This design comes from an exercise in tuning for small area, a short achievable clock period and few clock cycles per item on the open sky130 flow, not from production work. At most, simulation tests tie the RTL to the original design; equivalence was not proved. Function not checked in runs 1 and 2: the RTL went through the layout flow alone.

==> flow/design.v, too long to show whole: its modules and the start of the top module <==
// module lpe_lane: 438 lines
// module lpe_lane_mul: 1643 lines
// module lpe_lane_add: 67 lines
// module lpe_lane_addsat: 12 lines
module lpe_lane (
    input  wire        clk,
    input  wire        rst,
    input  wire        start,
    output reg         done,
    input  wire [2:0]  mode,           
    input  wire        action,         
    input  wire        split,          
    input  wire        first,          
    input  wire        sp_track_cfg,   
    input  wire        sp_track_act,   
    input  wire [2:0]  sp_src,         
    input  wire        sp_stale,       
    input  wire        ff_en,          
    input  wire        trk_en,         
    input  wire        out_loop,       
    input  wire        out2_loop,      
    input  wire [31:0] kpv,  input wire [4:0] s_kpv,
    input  wire [31:0] opv,
    input  wire [31:0] ksp,  input wire [4:0] s_ksp,
    input  wire [31:0] osp,
    input  wire [31:0] kp,   input wire [4:0] s_kp,
    input  wire [31:0] ki,   input wire [4:0] s_ki,
    input  wire [31:0] kd,   input wire [4:0] s_kd,
    input  wire [31:0] kdf,  input wire [4:0] s_kdf,
    input  wire [31:0] kff,  input wire [4:0] s_kff,
    input  wire [31:0] kout, input wire [4:0] s_kout,
    input  wire [31:0] oout,
    input  wire [31:0] kout2, input wire [4:0] s_kout2,
    input  wire [31:0] oout2,
    input  wire [31:0] spmin,
    input  wire [31:0] spmax,
    input  wire [31:0] sprate,
    input  wire [31:0] imin,
    input  wire [31:0] imax,
    input  wire [31:0] omin,
    input  wire [31:0] omax,
    input  wire [31:0] orate,
    input  wire [31:0] dband,
    input  wire [31:0] fixed_sp,
    input  wire [31:0] x_in,
    input  wire [31:0] sp_in,
    input  wire [31:0] ff_in,
    input  wire [31:0] trk_in,
    input  wire [31:0] pv_last,
    input  wire [31:0] sp_last,
    input  wire [31:0] out_last,
    input  wire [31:0] d_last,
    input  wire [47:0] i_last,
    input  wire [31:0] man_out,
    output reg  [31:0] pv_new,
    output reg  [31:0] sp_new,
    output reg  [31:0] out_new,
    output reg  [31:0] d_new,
    output reg  [47:0] i_new,
    output reg  [31:0] err,
    output reg  [31:0] code,
    output reg  [31:0] code2,
    output reg         emit,
    output reg         sat,
    output reg         i_clamp,
    output reg         rate_lim
);
  // ...
==> flow/flow/run.sh <==
#!/bin/bash
set -euo pipefail
bash standard.sh SETUP_SLACK_MARGIN=22 "BUFFER_PORTS_ARGS=-buffer_cell sky130_fd_sc_hd__buf_1" finish > make.log 2>&1
==> flow/standard.sh <==
#!/bin/bash
# synth_recipe.tcl (not shown) runs the flow's synth.tcl, then flattens the netlist and writes it again
# the make line also repeats each setting of config.mk as NAME=value (left out here)
make -C /OpenROAD-flow-scripts/flow DESIGN_CONFIG=/design/flow/config.mk WORK_HOME=/design/flow/orfs CLKGATE_MAP_FILE= SYNTH_SCRIPT=/design/flow/synth_recipe.tcl "${@:-finish}"
==> flow/config.mk <==
export PLATFORM = sky130hd
export DESIGN_NAME = lpe_lane
export DESIGN_NICKNAME = lpe_lane
export VERILOG_FILES = /design/flow/design.v
export SDC_FILE = /design/flow/constraint.sdc
export NUM_CORES = 8
export LEC_CHECK = 0
export ABC_AREA = 1
export CAP_MARGIN = 20
export CORE_MARGIN = 2
export CORE_UTILIZATION = 35
export SLEW_MARGIN = 20
==> flow/constraint.sdc <==
create_clock -name core_clock -period 33.0 [get_ports {clk}]
set_input_delay 6.6000 -clock core_clock [delete_from_list [all_inputs] [get_ports {clk}]]
set_output_delay 6.6000 -clock core_clock [all_outputs]
set_load 0.01 [all_outputs]
==> results.toml, run 1 <==
[timing]
setup_violations = 0
tightest_slew_ps = 1500
fin_crit_sh = 0.338
slew_headroom = -0.00200
slew_violations = 2
whs_ps = 673

[setup_path]
path_buf_inv = 13
r2r_end = "sp_new[4]"
required_ps = 33620
reg2reg_slack_ps = 21860
cp-startpoint = "it[20]"

[floorplanning]
fp.dieArea_um2 = 307000
die_x_um = 554
start_util = 0.351

[run_status]
status = "complete, but fails checks"
so_faults = "capacitance limit, slew limit"

[flow_run]
drv_cap = 2

[clocking]
clock_sinks = 668
clockBufferDepth = 4

[synthesis]
ys_seq_area_frac = 0.178
syn_area_um2 = 106000
yosysUniqueCellTypes = 94
synth_compound_area_frac = 0.208
netlist.area_leader.share = 0.156

[grt]
grt_use_total = 0.520

[routing]
wl_met3_um = 142000
viasPerCell = 6.55
antenna_left = 0
wl_met2_um = 310000

[hold_path]
whs_path_depth = 2

[final_layout]
multi_input_area_share = 0.642
nNetsFinal = 18700
==> run 2, diff against run 1 <==
--- a/flow/config.mk
+++ b/flow/config.mk
@@ -6,7 +6,7 @@
 export NUM_CORES = 8
 export LEC_CHECK = 0
 export ABC_AREA = 1
-export CAP_MARGIN = 20
+export CAP_MARGIN = 30
 export CORE_MARGIN = 2
 export CORE_UTILIZATION = 35
-export SLEW_MARGIN = 20
+export SLEW_MARGIN = 30
==> run 2 against run 1 <==
The run now finishes clean. Global-route usage rose by 0.13 points. Setup slack got worse by 140 ps. Hold slack better by 15 ps. Count of clock-buffer cells in the layout down 1. Routed wire length increased by 0.17%. Clock skew fell by 20 ps. Synthesized cell count stayed put. Via count rose by 0.49%.
==> results.toml, run 2 <==
[synthesis]
synth-xor-area-share = 0.0825
yosysMostFrequentCell = "nand2_1"
ys_seq_area_frac = 0.178
netlist_instances = 15000
syn_area_per_cell_um2 = 7.07
synth_mux_area_frac = 0.00956
synth_top_family_by_area = "simple AND/OR/NAND/NOR gates"
syn-num-nets = 17600
yosysUniqueCellTypes = 94
synth-edff-count = 552
synthFlopType = "edfxtp_1"
post-synth-top-area-cell = "edfxtp_1"
synth-seq-cells = 668
ys_warn_count = 3
synth_adder_area_share = 0.209
netlist.area_leader.share = 0.156
netlist_top_cells_area = "edfxtp_1 16%, nand2_1 12%, fa_1 11%, ha_1 10%, xor2_1 7.1%"
synth_simple_gate_area_frac = 0.219
ys_top_cells_by_count = "3462 x nand2_1, 1593 x inv_1, 1016 x o21ai_0"
async_reset_ff_frac = 0
syn_area_um2 = 106000
synth_compound_area_frac = 0.208

[floorplanning]
num_io_pins = 1413
start_util = 0.351
rows = 202
die_x_um = 554
fp.dieArea_um2 = 307000
core_um2 = 302000
die-height_um = 554

[routing]
wire_per_inst_um = 41.4
route.detailed.drc = 0
vias = 134000
viasPerCell = 6.58
drtPass1Iterations = 10
antenna_left = 0
drt_first_iter_violations = 24900
drt-total-wl_um = 845000

[final_layout]
nNetsFinal = 18800
fin_cells = 20400
final_common_cell = "nand2_1"
drive_above_1_share = 0.106
final_cell_mix = "3313 x nand2_1, 1511 x inv_1, 1411 x buf_1"
area_growth_pct = 18.3
reg.largest.list = "i_new (48), inc (48)"

[grt]
grt_overflow = 0
busiest_layer = "met2"
met2_usage = 0.675
grt_max_degree = 92
use_met3 = 0.269
grt_pass1_wl_um = 1080000
first_global_vias = 118000
use_met1 = 0.615
antenna_found_initial = 173
grt_use_total = 0.521

[clocking]
clock_sinks = 668
clockBufferDepth = 4
cts_hold_buf = 0
clk_latency_ps = 930
clkTransAtPathRegs_ps = 70
root_buffer = "clkbuf_16"
cts_tree = "done"
htreeDepth = 3
numCtsBuffers = 96

[timing]
fmaxAchievable_mhz = 88.6
setup_violations = 0
min_period_ps = 11280
tightest_slew_ps = 1310
setup_slack_ps = 21720
finalHoldViolCount = 0
fin_setup_tns_ps = 0
fin_crit_sh = 0.342
slew_headroom = 0.125
slew_violations = 0
fin_skew_ps = 78.6
rsz0062_at_grt = "yes"

[place]
place_worst_setup_slack_ps = 18780
dp_hpwl_um = 675000
dp_cells = 19800
gp_congestion = 1.17
port_buffers = 1412

[setup_path]
crit_path_start_kind = "primary input"
end_kind = "flip-flop"
required_ps = 33700
slowest_stage = "o22ai_1"
crit_type = "in2reg"
slowest_delay_ps = 660
path_cells = "clkbuf_2, inv_1, o22ai_1, buf_4, nand2_2, buf_4, inv_1, buf_4, o21ai_0, o22ai_1, nand2_1, nand3_1, nand2_1, nor2_1"
critPathMaxFanout = 14
cpMostUsedCell = "buf_4"
cp_data_arrival_time_ps = 11980

[hold_path]
min-delay-path-class = "reg2reg"

[flow_run]
drv_cap = 0

[run_status]
status = "complete, no violations"
==> run 2: cell counts after synthesis <==
Identical to the previous run, type by type.
==> run 2: cell families (layout without fill, tap and decap cells) <==
kind of cell | Yosys count | after routing
xor gates and xnor gates | 996 | 996
AOI/OAI and AO/OA | 3669 | 3669
buffers and inverters | 2563 | 3841
other | 0 | 134
muxes | 97 | 97
and+or+nand+nor | 5573 | 5579
adders and majority gates | 1426 | 1426
DFF | 668 | 668
==> run 2: worst max-delay path, delay by kind of cell <==
family,cells,cell delay [ps]
buffers and inverters,6,2300
AND/OR/NAND/NOR,5,1860
AO/OA/AOI/OAI,3,1080
==> run 2: area by class of cell <==
cell class | count | area (µm²)
antenna | 134 | 335
tap | 3978 | 4980
clock inverter | 58 | 719
timing repair inverter | 5 | 40.0
inverter | 1671 | 6510
clock buffer | 110 | 2500
fill | 32300 | 177000
timing repair buffer | 1997 | 10900
sequential | 668 | 18900
multi-input combinational | 11800 | 80400
==> run 2: final timing paths <==
check          start   endpoint  slack [ps]  cells after the start
max reg2reg     f_bc     it[14]       21900                     58
max            first     rin[6]       21720                     14
min reg2reg  inc[40]  i_new[40]         690                      2
min          inc[40]  i_new[40]         690                      2
==> run 2: metal layers <==
metal	up-vias	part of all wire
met5	-	0.0023
li1	53400	-
met2	12900	0.37
met3	3529	0.17
met1	64200	0.35
met4	84	0.11
==> run 2: repair_timing <==
action | 4_1_cts | 5_1_grt
pin swaps | 38 | 182
gates resized for setup | 341 | 566
cloned | 11 | 18
setup endpoints to repair | 331 | 302
setup buffers | 60 | 146
==> run 2: stage by stage <==
| step | util | hold WS (ps) | cell area, µm² |
|---|---|---|---|
| floorplan | - | 572 | 106000 |
| global placement | 0.383 | 669 | 116000 |
| detailed placement | 0.383 | 677 | 116000 |
| CTS | 0.400 | 689 | 121000 |
| global route | 0.414 | 692 | 125000 |
| finish | 0.415 | 688 | 125000 |
==> module lpe_lane, before the edit <==
module lpe_lane (
    input  wire        clk,
    input  wire        rst,
    input  wire        start,
    output reg         done,
    input  wire [2:0]  mode,           
    input  wire        action,         
    input  wire        split,          
    input  wire        first,          
    input  wire        sp_track_cfg,   
    input  wire        sp_track_act,   
    input  wire [2:0]  sp_src,         
    input  wire        sp_stale,       
    input  wire        ff_en,          
    input  wire        trk_en,         
    input  wire        out_loop,       
    input  wire        out2_loop,      
    input  wire [31:0] kpv,  input wire [4:0] s_kpv,
    input  wire [31:0] opv,
    input  wire [31:0] ksp,  input wire [4:0] s_ksp,
    input  wire [31:0] osp,
    input  wire [31:0] kp,   input wire [4:0] s_kp,
    input  wire [31:0] ki,   input wire [4:0] s_ki,
    input  wire [31:0] kd,   input wire [4:0] s_kd,
    input  wire [31:0] kdf,  input wire [4:0] s_kdf,
    input  wire [31:0] kff,  input wire [4:0] s_kff,
    input  wire [31:0] kout, input wire [4:0] s_kout,
    input  wire [31:0] oout,
    input  wire [31:0] kout2, input wire [4:0] s_kout2,
    input  wire [31:0] oout2,
    input  wire [31:0] spmin,
    input  wire [31:0] spmax,
    input  wire [31:0] sprate,
    input  wire [31:0] imin,
    input  wire [31:0] imax,
    input  wire [31:0] omin,
    input  wire [31:0] omax,
    input  wire [31:0] orate,
    input  wire [31:0] dband,
    input  wire [31:0] fixed_sp,
    input  wire [31:0] x_in,
    input  wire [31:0] sp_in,
    input  wire [31:0] ff_in,
    input  wire [31:0] trk_in,
    input  wire [31:0] pv_last,
    input  wire [31:0] sp_last,
    input  wire [31:0] out_last,
    input  wire [31:0] d_last,
    input  wire [47:0] i_last,
    input  wire [31:0] man_out,
    output reg  [31:0] pv_new,
    output reg  [31:0] sp_new,
    output reg  [31:0] out_new,
    output reg  [31:0] d_new,
    output reg  [47:0] i_new,
    output reg  [31:0] err,
    output reg  [31:0] code,
    output reg  [31:0] code2,
    output reg         emit,
    output reg         sat,
    output reg         i_clamp,
    output reg         rate_lim
);
    localparam GA = 2;    
    localparam GW = 1;    
    localparam [2:0] M_OFF = 3'd0, M_TRACK = 3'd1, M_MANUAL = 3'd2, M_HOLD = 3'd3, M_CLOSED = 3'd4;
    localparam [3:0] S_IDLE = 4'd0,
                     S_A    = 4'd1,    
                     S_B    = 4'd2,    
                     S_2    = 4'd3,    
                     S_3    = 4'd4,    
                     S_G    = 4'd5,    
                     S_E    = 4'd6,    
                     S_V1   = 4'd7,    
                     S_F    = 4'd8,    
                     S_U    = 4'd9,    
                     S_H    = 4'd10,   
                     S_I    = 4'd11,   
                     S_BC1  = 4'd12,   
                     S_BC2  = 4'd13;   
    function automatic [32:0] sat34(input [33:0] s);
        begin
            if (s[33:31] == 3'b000 || s[33:31] == 3'b111)
                sat34 = {1'b0, s[31:0]};
            else if (s[33])
                sat34 = {1'b1, 32'h8000_0000};
            else
                sat34 = {1'b1, 32'h7FFF_FFFF};
        end
    endfunction
    function automatic [32:0] add_sat(input [31:0] a, input [31:0] b);
        add_sat = sat34({{2{a[31]}}, a} + {{2{b[31]}}, b});
    endfunction
    function automatic [32:0] sub_sat(input [31:0] a, input [31:0] b);
        sub_sat = sat34({{2{a[31]}}, a} - {{2{b[31]}}, b});
    endfunction
    function automatic [32:0] addsub_sat(input [31:0] a, input [31:0] b, input sub);
        addsub_sat = sat34({{2{a[31]}}, a} + ({{2{b[31]}}, b} ^ {34{sub}}) + {33'd0, sub});
    endfunction
    function automatic slt(input [31:0] a, input [31:0] b);
        slt = $signed(a) < $signed(b);
    endfunction
    function automatic [31:0] rnd16(input [47:0] i);
        rnd16 = i[47:16] + {31'd0, i[15] & (i[16] | (i[14:0] != 15'd0))};
    endfunction
    wire scaled_src = (sp_src == 3'd1) || (sp_src == 3'd2);
    wire raw_used   = (!sp_track_act && !sp_stale) || (first && !sp_track_cfg);
    wire need_a     = scaled_src && raw_used;
    reg f_run, f_closed, f_manual, f_bc, f_emits;
    reg f_c, f_d, f_f, f_h, f_i, f_first;
    reg f_stc, f_sta, f_sps;
    reg f_a;               
    reg f_2l;              
    reg f_kpos, f_kneg;    
    reg f_action;
    reg  [3:0]  st;
    reg         is_a, is_b, is_2, is_3, is_h, is_i;    
    reg  [31:0] kr;
    reg  [15:0] y_one, y_two, y_neg;    
    reg  [4:0]  sr;
    wire frac = (st == S_G);    
    reg  [30:0] rin;
    function automatic [30:0] rnd_const(input [4:0] s, input fr);
        begin
            rnd_const = 31'd0;
            if (!fr && s != 5'd0) rnd_const = 31'd1 << (s - 5'd1);
            if (fr && s > 5'd16)  rnd_const = 31'd1 << (s - 5'd17);
        end
    endfunction
    function automatic [47:0] booth(input [31:0] y);
        reg [32:0] yx;
        integer i;
        begin
            yx = {y, 1'b0};
            for (i = 0; i < 16; i = i + 1) begin
                booth[i]      = yx[2*i+1] ^ yx[2*i];
                booth[16 + i] = (yx[2*i+2] & ~yx[2*i+1] & ~yx[2*i]) | (~yx[2*i+2] & yx[2*i+1] & yx[2*i]);
                booth[32 + i] = yx[2*i+2];
            end
        end
    endfunction
    wire [63:0] prod;    
    lpe_lane_mul u_mul (.a(kr), .one(y_one), .two(y_two), .neg(y_neg), .rin(rin), .p(prod));
    wire [79:0] pext  = {prod, 16'd0};
    wire [79:0] zsh   = $signed(pext) >>> sr;
    wire [47:0] z     = zsh[47:0];
    wire [31:0] ge_mask  = 32'hFFFF_FFFF << sr;               
    wire [31:0] lo_mask  = ~ge_mask;                           
    wire [31:0] lo_fmask = (sr > 5'd16) ? ~(32'hFFFF_FFFF << (sr - 5'd16)) : 32'd0;
    wire        fits = ((prod[62:31] ^ {32{prod[63]}}) & ge_mask) == 32'd0;
    wire        tie  = frac ? ((sr > 5'd16) && ((prod[30:0] & lo_fmask[30:0]) == 31'd0))
                            : ((sr != 5'd0) && ((prod[30:0] & lo_mask[30:0]) == 31'd0));
    wire [31:0] q32   = {z[47:17], z[16] & ~tie};
    wire [47:0] q48   = {z[47:1],  z[0]  & ~tie};
    wire [32:0] m32   = fits ? {1'b0, q32} : {1'b1, prod[63] ? 32'h8000_0000 : 32'h7FFF_FFFF};
    wire [48:0] m48   = fits ? {1'b0, q48} : {1'b1, prod[63] ? 48'h8000_0000_0000 : 48'h7FFF_FFFF_FFFF};
    reg  [31:0] off;
    wire [32:0] qsum  = add_sat(q32, off);
    wire [31:0] offm1 = off - 32'd1;
    wire [32:0] smax  = (!off[31] && off != 32'd0) ? {1'b1, 32'h7FFF_FFFF} : {1'b0, ~offm1[31], offm1[30:0]};
    wire [32:0] smin  = off[31] ? {1'b1, 32'h8000_0000} : {1'b0, 1'b1, off[30:0]};
    wire [32:0] msum  = fits ? qsum : (prod[63] ? smin : smax);
    wire        mflag = !fits | msum[32];
    reg  [31:0] raw;       
    reg  [31:0] p;         
    reg  [31:0] it;        
    reg  [31:0] itw;       
    reg  [31:0] fft;
    reg  [47:0] inc;       
    reg         l_lo, l_hi;    
    reg         wflag;         
    wire bc_st = f_bc;    
    wire bc1 = f_bc && ((st == S_BC1) || (st == S_H && !f_f));    
    wire bc2 = f_bc && ((st == S_BC2) || (st == S_H && f_f) || (st == S_I && !(f_f && f_h)));
    wire [31:0] raw_in  = (sp_src == 3'd0) ? fixed_sp : sp_in;
    wire [31:0] raw_src = raw;    
    wire [32:0] a1, a2, a3, a4, a5, a6;
    lpe_lane_addsat #(GA) u_a1 (.a(it), .b(p), .sub(bc_st), .y(a1));
    lpe_lane_addsat #(GA) u_a2 (.a(a1[31:0]), .b(d_new), .sub(bc_st), .y(a2));
    lpe_lane_addsat #(GA) u_a5 (.a(p), .b(fft), .sub(bc_st), .y(a5));
    lpe_lane_addsat #(GW) u_a3 (.a(p), .b(itw), .sub(1'b0), .y(a3));
    lpe_lane_addsat #(GW) u_a4 (.a(a3[31:0]), .b(d_new), .sub(1'b0), .y(a4));
    lpe_lane_addsat #(GA) u_a6 (.a(it), .b(fft), .sub(1'b0), .y(a6));
    wire [31:0] cl_v  = is_b ? raw_src : man_out;
    wire [31:0] cl_lo = is_b ? spmin : omin;
    wire [31:0] cl_hi = is_b ? spmax : omax;
    wire [31:0] cl_out = slt(cl_v, cl_lo) ? cl_lo : (slt(cl_hi, cl_v) ? cl_hi : cl_v);
    wire        cl_below = slt(a5[31:0], raw);
    wire        cl_above = slt(code2, a5[31:0]);
    wire [31:0] v_clv    = cl_below ? raw : (cl_above ? code2 : a5[31:0]);
    wire ki_pos   = f_kpos;
    wire ki_neg   = f_kneg;
    wire e_pos    = !err[31] && (err != 32'd0);
    wire e_neg    = err[31];
    wire withdraw = (((ki_pos && e_pos) || (ki_neg && e_neg)) && cl_above) ||
                    (((ki_pos && e_neg) || (ki_neg && e_pos)) && cl_below);
    wire        w_below = slt(a6[31:0], raw);
    wire        w_above = slt(code2, a6[31:0]);
    wire [31:0] w_cl    = w_below ? raw : (w_above ? code2 : a6[31:0]);
    wire [31:0] v_cl    = withdraw ? w_cl : v_clv;
    wire [31:0] sp_prev = code;
    wire [31:0] lm_c    = is_2 ? sp_new : is_3 ? out_new : v_cl;
    wire [31:0] lm_l    = code;
    wire [31:0] lm_r    = is_2 ? inc[31:0] : itw;
    wire [33:0] lc  = {{2{lm_c[31]}}, lm_c};
    wire [33:0] ll  = {{2{lm_l[31]}}, lm_l};
    wire [33:0] lr  = {2'b00, lm_r};
    wire [33:0] xs  = lc ^ ~ll ^ ~lr;
    wire [33:0] xc  = (lc & ~ll) | (lc & ~lr) | (~ll & ~lr);
    wire [33:0] xsum = xs + {xc[32:0], 1'b1};
    wire [33:0] ys  = lc ^ ~ll ^ lr;
    wire [33:0] yc  = (lc & ~ll) | (lc & lr) | (~ll & lr);
    wire [33:0] ysum = ys + {yc[32:0], 1'b1};
    wire        lm_on   = !lm_r[31] && (lm_r != 32'd0);
    wire        lm_up   = lm_on && !xsum[33] && (lm_r != 32'h7FFF_FFFF);
    wire        lm_down = lm_on && ysum[33];
    wire [31:0] lm_pl, lm_mi;
    wire        lm_c1, lm_c2, lm_c3, lm_c4;
    lpe_lane_add #(.W(32), .ARCH(GA)) u_lpl (.a(lm_l), .b(lm_r), .cin(1'b0), .s(lm_pl), .cm(lm_c1), .co(lm_c2));
    lpe_lane_add #(.W(32), .ARCH(GA)) u_lmi (.a(lm_l), .b(~lm_r), .cin(1'b1), .s(lm_mi), .cm(lm_c3), .co(lm_c4));
    wire [31:0] lm_val  = lm_up ? lm_pl : (lm_down ? lm_mi : lm_c);
    wire        lm_lim  = lm_up | lm_down;
    wire [31:0] sp_sel  = f_sta ? pv_new : (f_sps ? sp_prev : lm_val);
    wire [31:0] ds_o    = is_2 ? raw : sp_new;
    wire [32:0] ds;
    lpe_lane_addsat #(GA) u_ds (.a(f_action ? pv_new : ds_o), .b(f_action ? ds_o : pv_new), .sub(1'b1), .y(ds));
    wire [33:0] e_dd    = {{2{ds[31]}}, ds[31:0]} + (ds[31] ? {2'b00, dband} : {2'b11, ~dband});
    wire [31:0] e_db    = (ds[31] ? e_dd[33] : !e_dd[33]) ? ds[31:0] : 32'd0;
    wire [49:0] i_sx   = {{2{i_new[47]}}, i_new} + {{2{inc[47]}}, inc};
    wire        i_ov   = (i_sx[49:47] != 3'b000) && (i_sx[49:47] != 3'b111);
    wire [47:0] i_sum  = i_ov ? (i_sx[49] ? 48'h8000_0000_0000 : 48'h7FFF_FFFF_FFFF) : i_sx[47:0];
    wire [47:0] ib_x   = is_b ? i_last : i_sum;
    wire        ib_lo  = slt(ib_x[47:16], imin);
    wire        ib_hi  = slt(imax, ib_x[47:16]) || (ib_x[47:16] == imax && ib_x[15:0] != 16'd0);
    wire [47:0] imin48 = {imin, 16'd0};
    wire [47:0] imax48 = {imax, 16'd0};
    wire [47:0] ib_cl  = ib_lo ? imin48 : (ib_hi ? imax48 : ib_x);
    wire [31:0] ib_rnd = ib_lo ? imin : (ib_hi ? imax : rnd16(ib_x));
    wire [47:0] i_wd   = l_lo ? imin48 : (l_hi ? imax48 : i_last);
    wire [47:0] i_bc   = {v_clv, 16'd0};    
    function automatic [3:0] succ(input [3:0] s);
        case (s)
            S_A:     succ = S_B;
            S_B:     succ = S_2;
            S_2:     succ = f_run ? S_3 : S_IDLE;
            S_3:     succ = f_closed ? S_G : S_E;
            S_G:     succ = S_E;
            S_E:     succ = f_closed ? S_V1 : !f_emits ? S_IDLE :
                            f_f ? S_F : f_h ? S_H : S_BC1;
            S_V1:    succ = S_U;
            S_F:     succ = f_h ? S_H : f_i ? S_I : S_BC2;
            S_U:     succ = f_h ? S_H : f_i ? S_I : S_IDLE;
            S_H:     succ = f_i ? S_I : (f_bc && !f_f) ? S_BC2 : S_IDLE;
            S_BC1:   succ = f_i ? S_I : S_BC2;
            default: succ = S_IDLE;
        endcase
    endfunction
    wire [3:0] s1 = succ(st);
    wire [3:0] nx = rst ? S_IDLE :
                    (st == S_IDLE) ? (start ? (need_a ? S_A : S_B) : S_IDLE) : s1;
    wire [3:0] nx2 = (st == S_IDLE) ? ((start && !need_a) ? S_2 : S_IDLE) : succ(s1);
    reg fs_2, fs_3, fs_g, fs_e, fs_f, fs_h, fs_i;
    wire [31:0] u_fin = (st == S_U) ? lm_val : out_new;
    wire [4:0]  s_nx = (st == S_IDLE) ? (need_a ? s_ksp : s_kpv) : is_a ? s_kpv :
                       fs_2 ? s_kdf : fs_3 ? s_kd : fs_g ? s_ki : fs_e ? s_kp : fs_f ? s_kff : fs_h ? s_kout : s_kout2;
    reg  [31:0] y_nx;
    reg         y_ld;
    always @(*) begin
        y_ld = 1'b1;
        y_nx = ff_in;
        if (st == S_IDLE)               y_nx = need_a ? sp_in : x_in;
        else if (is_a)                  y_nx = x_in;
        else if (fs_2)                  y_nx = d_last;
        else if (fs_3)                  y_nx = ds[31:0];
        else if (fs_g || (fs_e && is_3)) y_nx = e_db;
        else if (fs_f)                  y_nx = ff_in;
        else if (fs_h || fs_i)          y_nx = u_fin;
        else                            y_ld = 1'b0;
    end
    always @(posedge clk) begin
        if (st == S_IDLE) begin
            off <= need_a ? osp : opv;
            kr <= need_a ? ksp : kpv;
        end else if (is_a) begin
            kr <= kpv; off <= opv;
        end else begin
            off <= fs_3 ? (f_c ? m32[31:0] : 32'd0) : fs_h ? oout : fs_i ? oout2 : 32'd0;
            kr <= fs_2 ? kdf : fs_3 ? kd : fs_g ? ki : fs_e ? kp : fs_f ? kff : fs_h ? kout : kout2;
        end
        sr  <= s_nx;
        rin <= rnd_const(s_nx, (st != S_IDLE) && !is_a && fs_g);
        if (y_ld) {y_neg, y_two, y_one} <= booth(y_nx);
        fs_2 <= (nx2 == S_2);
        fs_3 <= (nx2 == S_3);
        fs_g <= (nx2 == S_G);
        fs_e <= (nx2 == S_E);
        fs_f <= (nx2 == S_V1) || (nx2 == S_F);
        fs_h <= (nx2 == S_H);
        fs_i <= (nx2 == S_I);
        if (rst) begin
            st   <= S_IDLE;
            done <= 1'b0;
            is_a <= 1'b0; is_b <= 1'b0; is_2 <= 1'b0; is_3 <= 1'b0; is_h <= 1'b0; is_i <= 1'b0;
            fs_2 <= 1'b0; fs_3 <= 1'b0; fs_g <= 1'b0; fs_e <= 1'b0; fs_f <= 1'b0; fs_h <= 1'b0; fs_i <= 1'b0;
        end else begin
            st   <= nx;
            is_a <= (nx == S_A);
            is_b <= (nx == S_B);
            is_2 <= (nx == S_2);
            is_3 <= (nx == S_3);
            is_h <= (nx == S_H);
            is_i <= (nx == S_I);
            done <= (st != S_IDLE) && (nx == S_IDLE);
            if (st != S_IDLE && nx == S_IDLE && f_emits) begin
                if (!f_h) code  <= u_fin;    
                if (f_2l) code2 <= u_fin;
            end
            case (st)
                S_IDLE: if (start) begin
                    f_run    <= (mode != M_OFF);
                    f_closed <= (mode == M_CLOSED);
                    f_manual <= (mode == M_MANUAL);
                    f_bc     <= (mode == M_TRACK) || (mode == M_MANUAL);
                    f_emits  <= (mode == M_CLOSED) || (mode == M_TRACK) || (mode == M_MANUAL);
                    f_first  <= first;
                    f_a      <= need_a;
                    raw      <= raw_in;
                    code     <= first ? raw_in : sp_last;    
                    inc[31:0] <= sprate;
                    itw      <= orate;
                    f_stc    <= sp_track_cfg;
                    f_sta    <= sp_track_act;
                    f_sps    <= sp_stale;
                    f_action <= action;
                    f_kpos   <= !ki[31] && (ki != 32'd0);
                    f_kneg   <= ki[31];
                    f_c      <= !first && (kdf != 32'd0) && (d_last != 32'd0);
                    f_d      <= !first && (kd != 32'd0);
                    f_f      <= ff_en && (kff != 32'd0) && (ff_in != 32'd0);
                    f_h      <= !out_loop;
                    f_i      <= split && !out2_loop;
                    f_2l     <= split && out2_loop;
                    emit     <= (mode == M_CLOSED) || (mode == M_TRACK) || (mode == M_MANUAL);
                    sat      <= 1'b0;
                    i_clamp  <= 1'b0;
                    rate_lim <= 1'b0;
                    err      <= 32'd0;
                    d_new    <= d_last;
                    i_new    <= i_last;
                    fft      <= 32'd0;
                    out_new  <= (mode == M_TRACK && trk_en) ? trk_in : out_last;
                    it       <= (mode == M_TRACK && trk_en) ? trk_in : out_last;
                    code2    <= (mode == M_CLOSED) ? omax : imax;
                end
                S_A: begin
                    raw <= msum[31:0];
                    if (f_first && !f_stc) code <= msum[31:0];
                    sat <= sat | mflag;
                end
                S_B: begin
                    pv_new <= msum[31:0];
                    sat    <= sat | mflag;
                    if (!f_first) raw <= pv_last;
                    if (f_first && f_stc) code <= msum[31:0];
                    sp_new <= cl_out;
                    if (f_closed) itw <= ib_rnd;
                    l_lo   <= ib_lo;
                    l_hi   <= ib_hi;
                end
                S_2: begin
                    sp_new <= sp_sel;
                    sat    <= sat | 
                              (f_run && ((!f_first && ds[32]) || (f_c && m32[32])));
                    if (f_run) d_new <= f_c ? m32[31:0] : 32'd0;
                    if (f_manual) out_new <= cl_out;
                    raw <= f_closed ? omin : imin;
                    code <= out_last;
                end
                S_3: begin
                    err <= e_db;
                    if (f_d) d_new <= msum[31:0];
                    sat <= sat | ds[32] | (f_d & mflag);
                    if (f_manual) begin
                        out_new  <= lm_val;
                        it       <= lm_val;
                        rate_lim <= lm_lim;
                    end
                end
                S_G: begin
                    inc <= m48[47:0];
                    sat <= sat | m48[48];
                end
                S_E: begin
                    p <= m32[31:0];
                    if (f_closed) begin
                        inc     <= ib_cl;
                        it      <= ib_rnd;
                        i_clamp <= ib_lo | ib_hi;
                        sat     <= sat | m32[32] | i_ov;
                    end else begin
                        sat     <= sat | m32[32];
                    end
                end
                S_V1: begin
                    p     <= a2[31:0];
                    it    <= a4[31:0];
                    itw   <= orate;
                    wflag <= a3[32] | a4[32];
                    if (f_f) fft <= m32[31:0];
                    sat   <= sat | a1[32] | a2[32] | (f_f & m32[32]);
                end
                S_U: begin
                    i_new    <= withdraw ? i_wd : inc;
                    out_new  <= lm_val;
                    rate_lim <= lm_lim;
                    sat      <= sat | a5[32] | (withdraw & (wflag | a6[32]));
                end
                S_H, S_I, S_BC1, S_BC2: begin
                    if (st == S_H) code  <= msum[31:0];
                    if (st == S_I) code2 <= msum[31:0];
                    sat <= sat | (((st == S_H) || (st == S_I)) & mflag) |
                           (bc1 & (a1[32] | a2[32])) | (bc2 & a5[32]);
                    if (bc1) p <= a2[31:0];
                    if (bc2) begin
                        i_new   <= i_bc;
                        i_clamp <= cl_below | cl_above;
                    end
                end
                S_F: begin
                    fft <= m32[31:0];
                    sat <= sat | m32[32] | (a1[32] | a2[32]);
                    p   <= a2[31:0];
                end
                default: ;
            endcase
        end
    end
endmodule
==> run 3, diff against run 2 <==
--- a/flow/design.v
+++ b/flow/design.v
@@ -91,12 +91,6 @@
     function automatic [32:0] add_sat(input [31:0] a, input [31:0] b);
         add_sat = sat34({{2{a[31]}}, a} + {{2{b[31]}}, b});
     endfunction
-    function automatic [32:0] sub_sat(input [31:0] a, input [31:0] b);
-        sub_sat = sat34({{2{a[31]}}, a} - {{2{b[31]}}, b});
-    endfunction
-    function automatic [32:0] addsub_sat(input [31:0] a, input [31:0] b, input sub);
-        addsub_sat = sat34({{2{a[31]}}, a} + ({{2{b[31]}}, b} ^ {34{sub}}) + {33'd0, sub});
-    endfunction
     function automatic slt(input [31:0] a, input [31:0] b);
         slt = $signed(a) < $signed(b);
     endfunction
@@ -114,7 +108,7 @@
     reg f_kpos, f_kneg;    
     reg f_action;
     reg  [3:0]  st;
-    reg         is_a, is_b, is_2, is_3, is_h, is_i;    
+    reg         is_a, is_b, is_2, is_3;    
     reg  [31:0] kr;
     reg  [15:0] y_one, y_two, y_neg;    
     reg  [4:0]  sr;
@@ -169,19 +163,17 @@
     reg  [47:0] inc;       
     reg         l_lo, l_hi;    
     reg         wflag;         
-    wire bc_st = f_bc;    
     wire bc1 = f_bc && ((st == S_BC1) || (st == S_H && !f_f));    
     wire bc2 = f_bc && ((st == S_BC2) || (st == S_H && f_f) || (st == S_I && !(f_f && f_h)));
     wire [31:0] raw_in  = (sp_src == 3'd0) ? fixed_sp : sp_in;
-    wire [31:0] raw_src = raw;    
     wire [32:0] a1, a2, a3, a4, a5, a6;
-    lpe_lane_addsat #(GA) u_a1 (.a(it), .b(p), .sub(bc_st), .y(a1));
-    lpe_lane_addsat #(GA) u_a2 (.a(a1[31:0]), .b(d_new), .sub(bc_st), .y(a2));
-    lpe_lane_addsat #(GA) u_a5 (.a(p), .b(fft), .sub(bc_st), .y(a5));
+    lpe_lane_addsat #(GA) u_a1 (.a(it), .b(p), .sub(f_bc), .y(a1));
+    lpe_lane_addsat #(GA) u_a2 (.a(a1[31:0]), .b(d_new), .sub(f_bc), .y(a2));
+    lpe_lane_addsat #(GA) u_a5 (.a(p), .b(fft), .sub(f_bc), .y(a5));
     lpe_lane_addsat #(GW) u_a3 (.a(p), .b(itw), .sub(1'b0), .y(a3));
     lpe_lane_addsat #(GW) u_a4 (.a(a3[31:0]), .b(d_new), .sub(1'b0), .y(a4));
     lpe_lane_addsat #(GA) u_a6 (.a(it), .b(fft), .sub(1'b0), .y(a6));
-    wire [31:0] cl_v  = is_b ? raw_src : man_out;
+    wire [31:0] cl_v  = is_b ? raw : man_out;
     wire [31:0] cl_lo = is_b ? spmin : omin;
     wire [31:0] cl_hi = is_b ? spmax : omax;
     wire [31:0] cl_out = slt(cl_v, cl_lo) ? cl_lo : (slt(cl_hi, cl_v) ? cl_hi : cl_v);
@@ -300,7 +292,7 @@
         if (rst) begin
             st   <= S_IDLE;
             done <= 1'b0;
-            is_a <= 1'b0; is_b <= 1'b0; is_2 <= 1'b0; is_3 <= 1'b0; is_h <= 1'b0; is_i <= 1'b0;
+            is_a <= 1'b0; is_b <= 1'b0; is_2 <= 1'b0; is_3 <= 1'b0;
             fs_2 <= 1'b0; fs_3 <= 1'b0; fs_g <= 1'b0; fs_e <= 1'b0; fs_f <= 1'b0; fs_h <= 1'b0; fs_i <= 1'b0;
         end else begin
             st   <= nx;
@@ -308,8 +300,6 @@
             is_b <= (nx == S_B);
             is_2 <= (nx == S_2);
             is_3 <= (nx == S_3);
-            is_h <= (nx == S_H);
-            is_i <= (nx == S_I);
             done <= (st != S_IDLE) && (nx == S_IDLE);
             if (st != S_IDLE && nx == S_IDLE && f_emits) begin
                 if (!f_h) code  <= u_fin;    
--- a/flow/config.mk
+++ b/flow/config.mk
@@ -10,3 +10,4 @@
 export CORE_MARGIN = 2
 export CORE_UTILIZATION = 35
 export SLEW_MARGIN = 30
+export TNS_END_PERCENT = 30
==> run 3 against run 2 <==
Flip-flop and latch count did not move. Cell count rose by 0.37%. Hold slack got worse by 7.5 ps. Fmax rose by 0.56%. Sequential share of layout area fell by 0.073 points. Critical path depth rose by 21.
==> results.toml, run 3 <==
[place]
place_area_um2 = 116000
dp_cells = 19800
port_buffers = 1412
gp_congestion = 1.16
dp_hpwl_um = 693000

[timing]
min_period_ps = 11220
slew_headroom = 0.179
fin_setup_tns_ps = 0
tightest_slew_ps = 1230
setup_violations = 0
slew_violations = 0
fmaxAchievable_mhz = 89.1
fin_skew_ps = 66.9
rsz0062_at_grt = "yes"
fin_crit_sh = 0.340
finalHoldViolCount = 0

[synthesis]
ys_warn_count = 3
synth-seq-cells = 668
synth-edff-count = 552
synth_mux_area_frac = 0.00967
post-synth-top-area-cell = "edfxtp_1"
synthFlopType = "edfxtp_1"
syn_area_per_cell_um2 = 7.07
synth-xor-area-share = 0.0826
yosysUniqueCellTypes = 90
synth_adder_area_share = 0.209
ys_seq_area_frac = 0.178
netlist_instances = 15000
netlist.area_leader.share = 0.156
async_reset_ff_frac = 0
syn-num-nets = 17600
synth_top_family_by_area = "simple AND/OR/NAND/NOR gates"
syn_area_um2 = 106000
netlist_top_cells_area = "edfxtp_1 16%, nand2_1 12%, fa_1 11%, ha_1 10%, xor2_1 7.1%"
yosysMostFrequentCell = "nand2_1"
ys_top_cells_by_count = "3479 x nand2_1, 1609 x inv_1, 1040 x o21ai_0"
synth_compound_area_frac = 0.208
synth_simple_gate_area_frac = 0.218

[floorplanning]
fp.dieArea_um2 = 307000
die_x_um = 554
num_io_pins = 1413
rows = 202
die-height_um = 554
start_util = 0.351
core_um2 = 302000

[final_layout]
fin_util = 0.417
drive_above_1_share = 0.106
reg.largest.list = "i_new (48), inc (48)"
final_common_cell = "nand2_1"
area_growth_pct = 18.9
fin_cells = 20500
final_cell_mix = "3357 x nand2_1, 1527 x inv_1, 1408 x buf_1"
post-route-cell-area_um2 = 126000
nNetsFinal = 18800

[clocking]
clkTransAtPathRegs_ps = 70
root_buffer = "clkbuf_16"
clk_latency_ps = 930
htreeDepth = 3
clock_sinks = 668
clockBufferDepth = 4
numCtsBuffers = 100
cts_tree = "done"

[grt]
grt_pass1_wl_um = 1100000
grt_use_total = 0.531
first_global_vias = 117000
antenna_found_initial = 214
grt_max_degree = 101
grt_overflow = 0

[setup_path]
required_ps = 33780
slowest_stage = "nand2_1"
reg2reg_slack_ps = 21780
reg2reg_depth = 35
r2r_end = "off[16]"
cpMostUsedCell = "nand2_1"
crit_family = "simple AND/OR/NAND/NOR gates"
crit_path_start_kind = "flip-flop"
slowest_delay_ps = 960
crit_type = "reg2reg"
cp_data_arrival_time_ps = 12000
end_kind = "flip-flop"
rr_startpoint = "y_one[5]"
critPathMaxFanout = 58
path_buf_inv = 6

[routing]
route.detailed.drc = 0
drt-total-wl_um = 861000
viasPerCell = 6.56
vias = 134000
wire_per_inst_um = 42.1
antenna_left = 0
drt_first_iter_violations = 25600
drtPass1Iterations = 8

[flow_run]
drv_cap = 0

[hold_path]
min-delay-path-class = "reg2reg"
worstHoldStart = "inc[44]"
whs_path_depth = 2
holdPathEnd = "i_new[44]"

[run_status]
status = "complete, no violations"
-- run 3: cell count changes in the layout (fill, tap and decap cells not counted), sizes merged, moves of 8 or more --
cell    change
buf         -8
clkbuf     +11
diode      +69
clkinv     +11
nor2        -9
nand2      +10
inv        -12
-- run 3: cell type report --
class                           count  area [µm²]
Fill cell                       32500      176000
Clock inverter                     63         708
Antenna cell                      203         508
Timing Repair Buffer             1998       11200
Inverter                         1668        6490
Tap cell                         3978        4980
Clock buffer                      118        2610
Multi-Input combinational cell  11800       80500
Sequential cell                   668       18900
Timing Repair inverter              2        16.3
-- run 3: worst max-delay path by stage --
stage | end | from | cells past startpoint
2_1_floorplan | p[0] | rst | 3
3_3_place_gp | y_one[10] | f_bc | 58
3_5_place_dp | y_one[10] | f_bc | 58
4_1_cts | d_new[15] | y_one[4] | 53
5_1_grt | code[5] | y_one[8] | 56
6_report | off[16] | y_one[5] | 35
-- run 3: cell families (layout without fill, tap and decap cells) --
kind of cell | after synthesis | in the layout
and+or+nand+nor | 5569 | 5575
other | 0 | 203
xor gates and xnor gates | 998 | 998
adders and majority gates | 1426 | 1426
AOI/OAI and AO/OA | 3669 | 3669
DFF | 668 | 668
muxes | 98 | 98
buffers and inverters | 2560 | 3849
-- run 3: stage by stage --
step | hold WS (ps) | setup slack (ps)
5_1_grt | 704 | 21730
2_1_floorplan | 572 | 22770
3_5_place_dp | 684 | 18950
6_report | 680 | 21780
3_3_place_gp | 676 | 18960
4_1_cts | 687 | 21960
-- run 3: worst reg2reg max path: cells and delay by family, from the launching register on --
family          cells  cell delay, ps
buf+inv             6            1310
compound gates      6            1540
xor+xnor            1             650
flops               1             480
simple gates       16            4180
fa+ha+maj           6            2940
-- run 3: metal layers --
| metal | global-route usage | share of wire | vias to the layer above |
|---|---|---|---|
| li1 | - | - | 53500 |
| met1 | 0.662 | 0.37 | 65000 |
| met2 | 0.676 | 0.37 | 12800 |
| met3 | 0.283 | 0.17 | 2883 |
| met4 | 0.388 | 0.091 | 104 |
| met5 | 0.0173 | 0.0022 | - |
-- run 3: timing repair --
action	in CTS	in global routing
setup endpoints to repair	306	324
hold buffers	0	0
endpoints found under the hold margin	0	0
resized for setup	389	565
pin swaps	64	203
buffers inserted	85	122
gates cloned	18	15
Testbench counts of run 3, summed over its fixed seeds: cycles 65,577, items 8,000.
==> run 4, diff against run 3 <==
--- a/flow/config.mk
+++ b/flow/config.mk
@@ -10,4 +10,3 @@
 export CORE_MARGIN = 2
 export CORE_UTILIZATION = 35
 export SLEW_MARGIN = 30
-export TNS_END_PERCENT = 30
==> run 4 against run 3 <==
Still clean. Fmax grew 1.2%. Critical path depth down 16. Core utilization increased by 0.11 points. Count of clock-buffer cells in the layout stayed put. Hold slack improved by 14 ps. First-iteration DRC count is 0.26% higher. Critical path type is now in2reg. Largest cell class unchanged. Highest routed layer unchanged.
==> results.toml, run 4 <==
[routing]
wire_per_inst_um = 42.2
route.detailed.drc = 0
vias = 135000
viasPerCell = 6.58
drtPass1Iterations = 10
drt_first_iter_violations = 25700
antenna_left = 0
drt-total-wl_um = 863000

[synthesis]
netlist_top_cells_area = "edfxtp_1 16%, nand2_1 12%, fa_1 11%, ha_1 10%, xor2_1 7.1%"
post-synth-top-area-cell = "edfxtp_1"
syn-num-nets = 17600
syn_area_per_cell_um2 = 7.07
ys_seq_area_frac = 0.178
yosysMostFrequentCell = "nand2_1"
yosysUniqueCellTypes = 90
syn_area_um2 = 106000
synthFlopType = "edfxtp_1"
ys_top_cells_by_count = "3479 x nand2_1, 1609 x inv_1, 1040 x o21ai_0"
netlist.area_leader.share = 0.156
synth-seq-cells = 668
async_reset_ff_frac = 0
netlist_instances = 15000
ys_warn_count = 3
synth-edff-count = 552

[timing]
slew_violations = 0
fin_crit_sh = 0.336
rsz0062_at_grt = "yes"
fin_setup_tns_ps = 0
min_period_ps = 11080
slew_headroom = 0.169
fmaxAchievable_mhz = 90.2
setup_violations = 0
fin_skew_ps = 66.6
finalHoldViolCount = 0
setup_slack_ps = 21920
tightest_slew_ps = 1210

[hold_path]
min-delay-path-class = "reg2reg"

[floorplanning]
rows = 202
core_um2 = 302000
die_x_um = 554
num_io_pins = 1413
fp.dieArea_um2 = 307000
die-height_um = 554
start_util = 0.351

[clocking]
clkTransAtPathRegs_ps = 70
root_buffer = "clkbuf_16"
clockBufferDepth = 4
numCtsBuffers = 100
htreeDepth = 3
clock_sinks = 668
clk_latency_ps = 930
cts_tree = "done"

[final_layout]
nFillCells = 32400
drive_above_1_share = 0.108
final_common_cell = "nand2_1"
area_growth_pct = 19.2
post-route-cell-area_um2 = 126000
seq_area_um2 = 18900
multi_input_area_um2 = 80700
final_cell_mix = "3351 x nand2_1, 1526 x inv_1, 1406 x buf_1"
reg.largest.list = "i_new (48), inc (48)"
fin_util = 0.418
nNetsFinal = 18800

[grt]
antenna_found_initial = 220
grt_max_degree = 101
grt_pass1_wl_um = 1090000
first_global_vias = 117000
grt_overflow = 0
grt_use_total = 0.531

[setup_path]
path_cells = "clkbuf_2, buf_4, inv_1, buf_4, o22ai_1, nand2_2, nor2_4, inv_4, nand3_1, nand2_1, nor2_1, nand3_1, inv_1, nand2_1, buf_4, inv_1, nand2_1, o211ai_1, o211ai_1"
required_ps = 33610
cp_data_arrival_time_ps = 11690
slowest_delay_ps = 830
end_kind = "flip-flop"
rr_startpoint = "it[15]"
reg2reg_slack_ps = 21980
r2r_end = "it[24]"
cp-startpoint = "first"
critPathMaxFanout = 35
slowest_stage = "inv_1"
crit_path_start_kind = "primary input"
reg2reg_depth = 52
crit_type = "in2reg"
worstSetupEndpoint = "code2[31]"

[place]
place_area_um2 = 116000
dp_hpwl_um = 693000
gp_congestion = 1.16
place_worst_setup_slack_ps = 18950
port_buffers = 1412

[run_status]
status = "complete, no violations"

[flow_run]
drv_cap = 0
## run 4: cell counts after synthesis
Identical to the previous run, type by type.
## run 4: worst min-delay path by stage
stage | from | end | slack, ps | cells after the start
after floorplan | fs_2 | sr[1] | 570 | 3
final | inc[44] | i_new[44] | 690 | 2
after global routing | inc[44] | i_new[44] | 720 | 2
after CTS | inc[44] | i_new[44] | 690 | 2
after global placement | f_run | fs_3 | 680 | 4
after detailed placement | pv_new[8] | sp_new[8] | 680 | 2
## run 4: area by class of cell
class / count / share of cell area
multi-input cells: 11800 / 0.639
flip-flops and latches: 668 / 0.150
repair buffers: 2003 / 0.0898
inverters: 1668 / 0.0514
well taps: 3978 / 0.0394
clock buffers: 118 / 0.0207
clock inverters: 63 / 0.00561
diodes: 199 / 0.00394
repair inverters: 2 / 0.000129
## run 4: cells by family (layout without fill, tap and decap cells)
kind of cell | Yosys count | in the layout | synth area share
xor gates and xnor gates | 998 | 998 | 0.0826
other | 0 | 199 | 0
adders and majority gates | 1426 | 1426 | 0.209
muxes | 98 | 98 | 0.00967
DFF | 668 | 668 | 0.178
AOI/OAI and AO/OA | 3669 | 3669 | 0.208
buffers and inverters | 2560 | 3854 | 0.0939
and+or+nand+nor | 5569 | 5575 | 0.218
## run 4: layer usage
layer  vias to the layer above  track usage  wire length, µm
met5                         -       0.0156             2190
met4                       120        0.388            80200
met3                      2982        0.284           148000
met2                     12700        0.677           315000
met1                     65300        0.661           318000
li1                      53500            -                -
## run 4: through the flow
| step | instances | hold slack (ps) |
|---|---|---|
| after floorplan | 15000 | 572 |
| after global routing | 20300 | 723 |
| after global placement | 19800 | 676 |
| after detailed placement | 19800 | 684 |
| after CTS | 20100 | 687 |
| final | 20500 | 694 |
## run 4: worst max-delay path: cells and delay by family
family                 cells  cell delay [ps]
AOI/OAI and AO/OA          3              540
buffers and inverters      8             2340
and+or+nand+nor            8             2100
## run 4: what timing repair did
action / 4_1_cts / 5_1_grt
pin swaps: 65 / 181
setup endpoints to repair: 306 / 327
setup buffers: 87 / 122
resized for setup: 398 / 595
hold buffers: 0 / 0
cloned: 18 / 18

[static timing again, ports no longer ideal]
The flow's constraints put no driver on any port. The routed layouts listed below were extracted and timed again, unchanged, in two steps.
Step 1 (the two cells are an assumption about what drives the block):
set clk [get_ports {clk}]
set_driving_cell -lib_cell sky130_fd_sc_hd__clkbuf_16 $clk
set_driving_cell -lib_cell sky130_fd_sc_hd__buf_2 [delete_from_list [all_inputs] $clk]
Step 2 times the ports against the registers' clock, not the clock port: input delays grow and output delays shrink by t, the midpoint of the rising clock arrivals with the driver on.
Slacks: ideal ports / drivers / drivers and shift; pairs: ideal ports / drivers.
run	t (ns)	slack for setup (ns)	latest minus earliest clock arrival (ns)	worst register clock-pin slew, ns
run 1	0.999	21.859 / 21.859 / 21.047	0.099 / 0.098	0.09 / 0.09
run 2	1.015	21.719 / 21.824 / 20.809	0.082 / 0.082	0.08 / 0.08
run 3	1.028	21.782 / 21.782 / 20.943	0.067 / 0.067	0.08 / 0.08
run 4	1.012	21.916 / 21.968 / 20.956	0.067 / 0.067	0.08 / 0.08
For run 4, which loses most, drivers alone change the setup slack by +0.052 ns; drivers and shift together by -0.960 ns.
